Background: an optimization exercise with open tools, aiming at small area and a short achievable clock period. Do not read the settings as production practice.
Where RTL was checked, it was by simulation tests only, not by an equivalence proof against the original.

==> inputs of wip/xenon <==
## ic_line_codec
module ic_line_codec (
    input  wire         clk,
    input  wire         rst,             
    input  wire         rd_valid,
    input  wire [351:0] rd_line,         
    output reg          rd_out_valid,
    output reg  [351:0] rd_out_line,     
    output reg  [3:0]   rd_out_ce,
    output reg  [3:0]   rd_out_ue,
    output reg  [15:0]  rd_out_sym,      
    input  wire         wr_valid,
    input  wire [255:0] wr_data,         
    output reg          wr_out_valid,
    output reg  [95:0]  wr_out_check     
);
Settings: LEC_CHECK=0, CAP_MARGIN=20, CORE_MARGIN=2, CORE_UTILIZATION=55, SETUP_SLACK_MARGIN=3.3, SLEW_MARGIN=20; clock period 6.0 ns.
standard.sh (not shown) runs the stock make flow with config.mk's settings and CLKGATE_MAP_FILE= SYNTH_SCRIPT=/design/flow/synth_recipe.tcl, a recipe that flattens the netlist after the stock synthesis.
==> flow/flow/run.sh <==
#!/bin/bash
# The standard layout, with every input and output port buffered by a plain
# buffer cell instead of the one buffer_ports picks by default.
set -euo pipefail
export BUFFER_PORTS_ARGS="-buffer_cell sky130_fd_sc_hd__buf_2"
bash standard.sh > standard.log 2>&1
==> wip/tundra (differences from wip/xenon) <==
==> flow/flow/run.sh (replaced) <==
#!/bin/bash
# The standard layout, with every input and output port buffered by a plain
# buffer cell instead of the one buffer_ports picks by default.
set -euo pipefail
export BUFFER_PORTS_ARGS="-buffer_cell sky130_fd_sc_hd__buf_1"
bash standard.sh > standard.log 2>&1
SETUP_SLACK_MARGIN = 3.4   (was 3.3)
==> comparison <==
Of wip/tundra and wip/xenon, wip/xenon has the higher setup slack (gap 0.014 ns).
Against wip/tundra, the critical path depth of wip/xenon is lower by 3.
Between wip/xenon and wip/tundra, the lower first-iteration DRC count is in wip/tundra (gap 17%, measured against wip/tundra).
Sequential cell count is the same in wip/tundra and wip/xenon.
Final cell count: wip/xenon is lower than wip/tundra (about 1%).
Against wip/tundra, the non-clock buffer count of wip/xenon is lower by 140.
==> figures <==
metric	wip/xenon	wip/tundra
Outcome	timing/DRC/antenna clean	timing/DRC/antenna clean
Instance area at placement	0.06622 mm²	0.06542 mm²
GRT Overall Usage	46.86%	43.92%
Number of cells after detailed placement	8296	8300
Depth of the most critical reg-to-reg path	9	12
Cell depth of the worst setup path	9	12
Area delta synth->final	27.43%	32.02%
Routed length on met1	98250 µm	93880 µm
Count of fill cells added during filler insertion	7772	7721
Number of violations reported at the end of detailed-routing iteration 0	6794	5819
Diodes inserted	86	27
End of the worst hold path	rd_out_line[133]	rd_out_line[141]
Met3 wire len	38250 µm	30750 µm
No functional check of the RTL was part of any run of this note.

==> inputs of harbor <==
ic_line_codec, a different RTL version from the one above (not shown whole).
Design ic_line_codec, start of the top module:
module ic_line_codec (
    input  wire         clk,
    input  wire         rst,             
    input  wire         rd_valid,
    input  wire [351:0] rd_line,         
    output wire         rd_out_valid,
    output wire [351:0] rd_out_line,     
    output wire [3:0]   rd_out_ce,
    output wire [3:0]   rd_out_ue,
    output wire [15:0]  rd_out_sym,      
    input  wire         wr_valid,
    input  wire [255:0] wr_data,         
    output reg          wr_out_valid,
    output reg  [95:0]  wr_out_check     
);
==> module ic_locate, before the edit <==
module ic_locate (
    input  wire [23:0] synd,      
    output wire [10:0] hit,       
    output wire        nz         
);
    wire [175:0] z;
    wire         nz0 = |synd[7:0];
    ic_locate_net u_net (.synd(synd), .z(z));
    genvar s;
    generate
        for (s = 0; s < 11; s = s + 1) begin : g_sym
            assign hit[s] = nz0 & ~|z[16*(10-s) +: 16];
        end
    endgenerate
    assign nz = |synd;
endmodule
==> module ic_decoder, before the edit <==
module ic_decoder (
    input  wire [87:0] word,
    input  wire [7:0]  s0,        
    input  wire [10:0] hit,       
    input  wire        nz,        
    output wire [87:0] fixed,     
    output wire        ce,        
    output wire        ue,        
    output wire [3:0]  sym        
);
    genvar s;
    generate
        for (s = 0; s < 11; s = s + 1) begin : g_sym
            assign fixed[87-8*s -: 8] = word[87-8*s -: 8] ^ ({8{hit[s]}} & s0);
        end
    endgenerate
    assign ce     = |hit;
    assign sym[0] = hit[1] | hit[3] | hit[5] | hit[7] | hit[9];
    assign sym[1] = hit[2] | hit[3] | hit[6] | hit[7] | hit[10];
    assign sym[2] = hit[4] | hit[5] | hit[6] | hit[7];
    assign sym[3] = hit[8] | hit[9] | hit[10];
    assign ue     = nz & ~ce;
endmodule
==> module ic_line_codec, before the edit <==
module ic_line_codec (
    input  wire         clk,
    input  wire         rst,             
    input  wire         rd_valid,
    input  wire [351:0] rd_line,         
    output wire         rd_out_valid,
    output wire [351:0] rd_out_line,     
    output wire [3:0]   rd_out_ce,
    output wire [3:0]   rd_out_ue,
    output wire [15:0]  rd_out_sym,      
    input  wire         wr_valid,
    input  wire [255:0] wr_data,         
    output reg          wr_out_valid,
    output reg  [95:0]  wr_out_check     
);
    wire [95:0] synd;
    wire [43:0] hit;
    wire [3:0]  nz;
    wire [95:0] check;
    reg         rd_v_q;
    reg [351:0] rd_line_q;
    reg [31:0]  s0_q;
    reg [43:0]  hit_q;
    reg [3:0]   nz_q;
    genvar l;
    generate
        for (l = 0; l < 4; l = l + 1) begin : g_lane
            ic_syndrome u_syn (
                .word (rd_line[88*l +: 88]),
                .synd (synd[24*l +: 24])
            );
            ic_locate u_loc (
                .synd (synd[24*l +: 24]),
                .hit  (hit[11*l +: 11]),
                .nz   (nz[l])
            );
            ic_decoder u_dec (
                .word  (rd_line_q[88*l +: 88]),
                .s0    (s0_q[8*l +: 8]),
                .hit   (hit_q[11*l +: 11]),
                .nz    (nz_q[l]),
                .fixed (rd_out_line[88*l +: 88]),
                .ce    (rd_out_ce[l]),
                .ue    (rd_out_ue[l]),
                .sym   (rd_out_sym[4*l +: 4])
            );
            ic_encoder u_enc (
                .data  (wr_data[64*l +: 64]),
                .check (check[24*l +: 24])
            );
            always @(posedge clk)
                s0_q[8*l +: 8] <= synd[24*l +: 8];
        end
    endgenerate
    always @(posedge clk) begin
        if (rst) begin
            rd_v_q       <= 1'b0;
            wr_out_valid <= 1'b0;
        end else begin
            rd_v_q       <= rd_valid;
            wr_out_valid <= wr_valid;
        end
        rd_line_q    <= rd_line;
        hit_q        <= hit;
        nz_q         <= nz;
        wr_out_check <= check;
    end
    assign rd_out_valid = rd_v_q;
endmodule
==> flow/config.mk <==
export PLATFORM = sky130hd
export DESIGN_NAME = ic_line_codec
export DESIGN_NICKNAME = ic_line_codec
export VERILOG_FILES = /design/flow/design.v
export SDC_FILE = /design/flow/constraint.sdc
export NUM_CORES = 4
export LEC_CHECK = 0
export CAP_MARGIN = 20
export CORE_MARGIN = 2
export CORE_UTILIZATION = 40
export SLEW_MARGIN = 20
==> flow/constraint.sdc <==
create_clock -name core_clock -period 6.0 [get_ports {clk}]
set_input_delay 1.2000 -clock core_clock [delete_from_list [all_inputs] [get_ports {clk}]]
set_output_delay 1.2000 -clock core_clock [all_outputs]
set_load 0.01 [all_outputs]
==> flow/flow/run.sh <==
#!/bin/bash
# The standard layout, with every input and output port buffered by a plain
# buffer cell instead of the one buffer_ports picks by default.
set -euo pipefail
export BUFFER_PORTS_ARGS="-buffer_cell sky130_fd_sc_hd__buf_2"
bash standard.sh > standard.log 2>&1
==> juniper: changes against harbor <==
--- a/flow/design.v
+++ b/flow/design.v
@@ -1127,25 +1127,7 @@
     assign synd[23] = x407;
 endmodule
-module ic_locate (
-    input  wire [23:0] synd,      
-    output wire [10:0] hit,       
-    output wire        nz         
-);
-    wire [175:0] z;
-    wire         nz0 = |synd[7:0];
-    ic_locate_net u_net (.synd(synd), .z(z));
-    genvar s;
-    generate
-        for (s = 0; s < 11; s = s + 1) begin : g_sym
-            assign hit[s] = nz0 & ~|z[16*(10-s) +: 16];
-        end
-    endgenerate
-    assign nz = |synd;
-endmodule
 module ic_decoder (
     input  wire [87:0] word,
-    input  wire [7:0]  s0,        
-    input  wire [10:0] hit,       
-    input  wire        nz,        
+    input  wire [23:0] synd,      
     output wire [87:0] fixed,     
     output wire        ce,        
@@ -1153,16 +1135,22 @@
     output wire [3:0]  sym        
 );
+    wire [7:0]   s0 = synd[7:0];
+    wire [175:0] z;
+    wire [10:0]  fit;             
+    wire         nz0 = |s0;
+    ic_locate_net u_net (.synd(synd), .z(z));
     genvar s;
     generate
         for (s = 0; s < 11; s = s + 1) begin : g_sym
-            assign fixed[87-8*s -: 8] = word[87-8*s -: 8] ^ ({8{hit[s]}} & s0);
+            assign fit[s] = ~|z[16*(10-s) +: 16];
+            assign fixed[87-8*s -: 8] = word[87-8*s -: 8] ^ ({8{fit[s]}} & s0);
         end
     endgenerate
-    assign ce     = |hit;
-    assign sym[0] = hit[1] | hit[3] | hit[5] | hit[7] | hit[9];
-    assign sym[1] = hit[2] | hit[3] | hit[6] | hit[7] | hit[10];
-    assign sym[2] = hit[4] | hit[5] | hit[6] | hit[7];
-    assign sym[3] = hit[8] | hit[9] | hit[10];
-    assign ue     = nz & ~ce;
+    assign ce     = nz0 & (|fit);
+    assign sym[0] = nz0 & (fit[1] | fit[3] | fit[5] | fit[7] | fit[9]);
+    assign sym[1] = nz0 & (fit[2] | fit[3] | fit[6] | fit[7] | fit[10]);
+    assign sym[2] = nz0 & (fit[4] | fit[5] | fit[6] | fit[7]);
+    assign sym[3] = nz0 & (fit[8] | fit[9] | fit[10]);
+    assign ue     = (|synd) & ~ce;
 endmodule
 module ic_line_codec (
@@ -1182,12 +1170,8 @@
 );
     wire [95:0] synd;
-    wire [43:0] hit;
-    wire [3:0]  nz;
     wire [95:0] check;
     reg         rd_v_q;
     reg [351:0] rd_line_q;
-    reg [31:0]  s0_q;
-    reg [43:0]  hit_q;
-    reg [3:0]   nz_q;
+    reg [95:0]  synd_q;
     genvar l;
     generate
@@ -1197,14 +1181,7 @@
                 .synd (synd[24*l +: 24])
             );
-            ic_locate u_loc (
-                .synd (synd[24*l +: 24]),
-                .hit  (hit[11*l +: 11]),
-                .nz   (nz[l])
-            );
             ic_decoder u_dec (
                 .word  (rd_line_q[88*l +: 88]),
-                .s0    (s0_q[8*l +: 8]),
-                .hit   (hit_q[11*l +: 11]),
-                .nz    (nz_q[l]),
+                .synd  (synd_q[24*l +: 24]),
                 .fixed (rd_out_line[88*l +: 88]),
                 .ce    (rd_out_ce[l]),
@@ -1216,6 +1193,4 @@
                 .check (check[24*l +: 24])
             );
-            always @(posedge clk)
-                s0_q[8*l +: 8] <= synd[24*l +: 8];
         end
     endgenerate
@@ -1229,6 +1204,5 @@
         end
         rd_line_q    <= rd_line;
-        hit_q        <= hit;
-        nz_q         <= nz;
+        synd_q       <= synd;
         wr_out_check <= check;
     end
==> flow/run.sh (new file) <==
#!/bin/bash
# synth_recipe.tcl (not shown) runs the flow's synth.tcl, then flattens the netlist and writes it again
# the make line also repeats each setting of config.mk as NAME=value (left out here)
make -C /OpenROAD-flow-scripts/flow DESIGN_CONFIG=/design/flow/config.mk WORK_HOME=/design/flow/orfs CLKGATE_MAP_FILE= SYNTH_SCRIPT=/design/flow/synth_recipe.tcl finish
removed: flow/flow/run.sh
removed: flow/standard.sh
==> run summary <==
item                                                               harbor         juniper
Vias in the first global route                                      42660           43900
Sink of the worst hold path                                 rd_line_q[71]   rd_line_q[98]
Run status                                                 finished clean  finished clean
Worst hold slack                                                0.6671 ns        1.023 ns
Fraction of the mapped netlist area in simple logic gates         0.09806         0.09754
Transition time at the pin with the least slew margin            1.109 ns        1.114 ns
Met3 Routed Length                                               16480 um        19110 um
First DRT Iteration DRCs                                             4034            3833
Seq cells                                                             530             546
Post-Synthesis Cells                                                 5447            5675
Wire length reported by the detailed router                     217900 um       238500 um
Starting density of the core                                       0.4026          0.4018
Endpoint arrival time on the critical path                        5.55 ns         4.69 ns
Global-route wire length before repair                          308800 um       330600 um

[static timing again, ports no longer ideal]
No port has a modelled driver above. Below, the same layouts with a new extraction and two added sets of constraints. Step 1 assumes that a clkbuf_16 drives the clock port and a buf_2 every other input. Step 2 moves the port delays by t, midway between the first and last clock arrival at a register: inputs arrive t later, outputs are due t later. That takes back most of the time a late clock gives input paths. a / b / c = ideal ports / drivers / drivers and shift; a / b = the first two.
run | shift t [ns] | setup WS [ns] | worst hold slack (ns) | clock arrival spread, ns | worst register clock-pin slew, ns
wip/xenon | 0.803 | 3.113 / 3.113 / 2.482 | 0.397 / 0.397 / 0.397 | 0.066 / 0.066 | 0.07 / 0.07
wip/tundra | 0.772 | 3.099 / 3.099 / 2.580 | 0.403 / 0.403 / 0.403 | 0.043 / 0.043 | 0.08 / 0.08
harbor | 0.734 | 1.003 / 1.056 / 0.322 | 0.667 / 0.627 / 1.362 | 0.041 / 0.041 | 0.07 / 0.07
juniper | 0.754 | 0.114 / 0.025 / 0.779 | 1.023 / 0.987 / 1.741 | 0.068 / 0.068 | 0.07 / 0.07
After both steps every run listed still meets setup and hold. For harbor, which loses most, drivers alone change the setup slack by +0.053 ns; drivers and shift together by -0.681 ns.
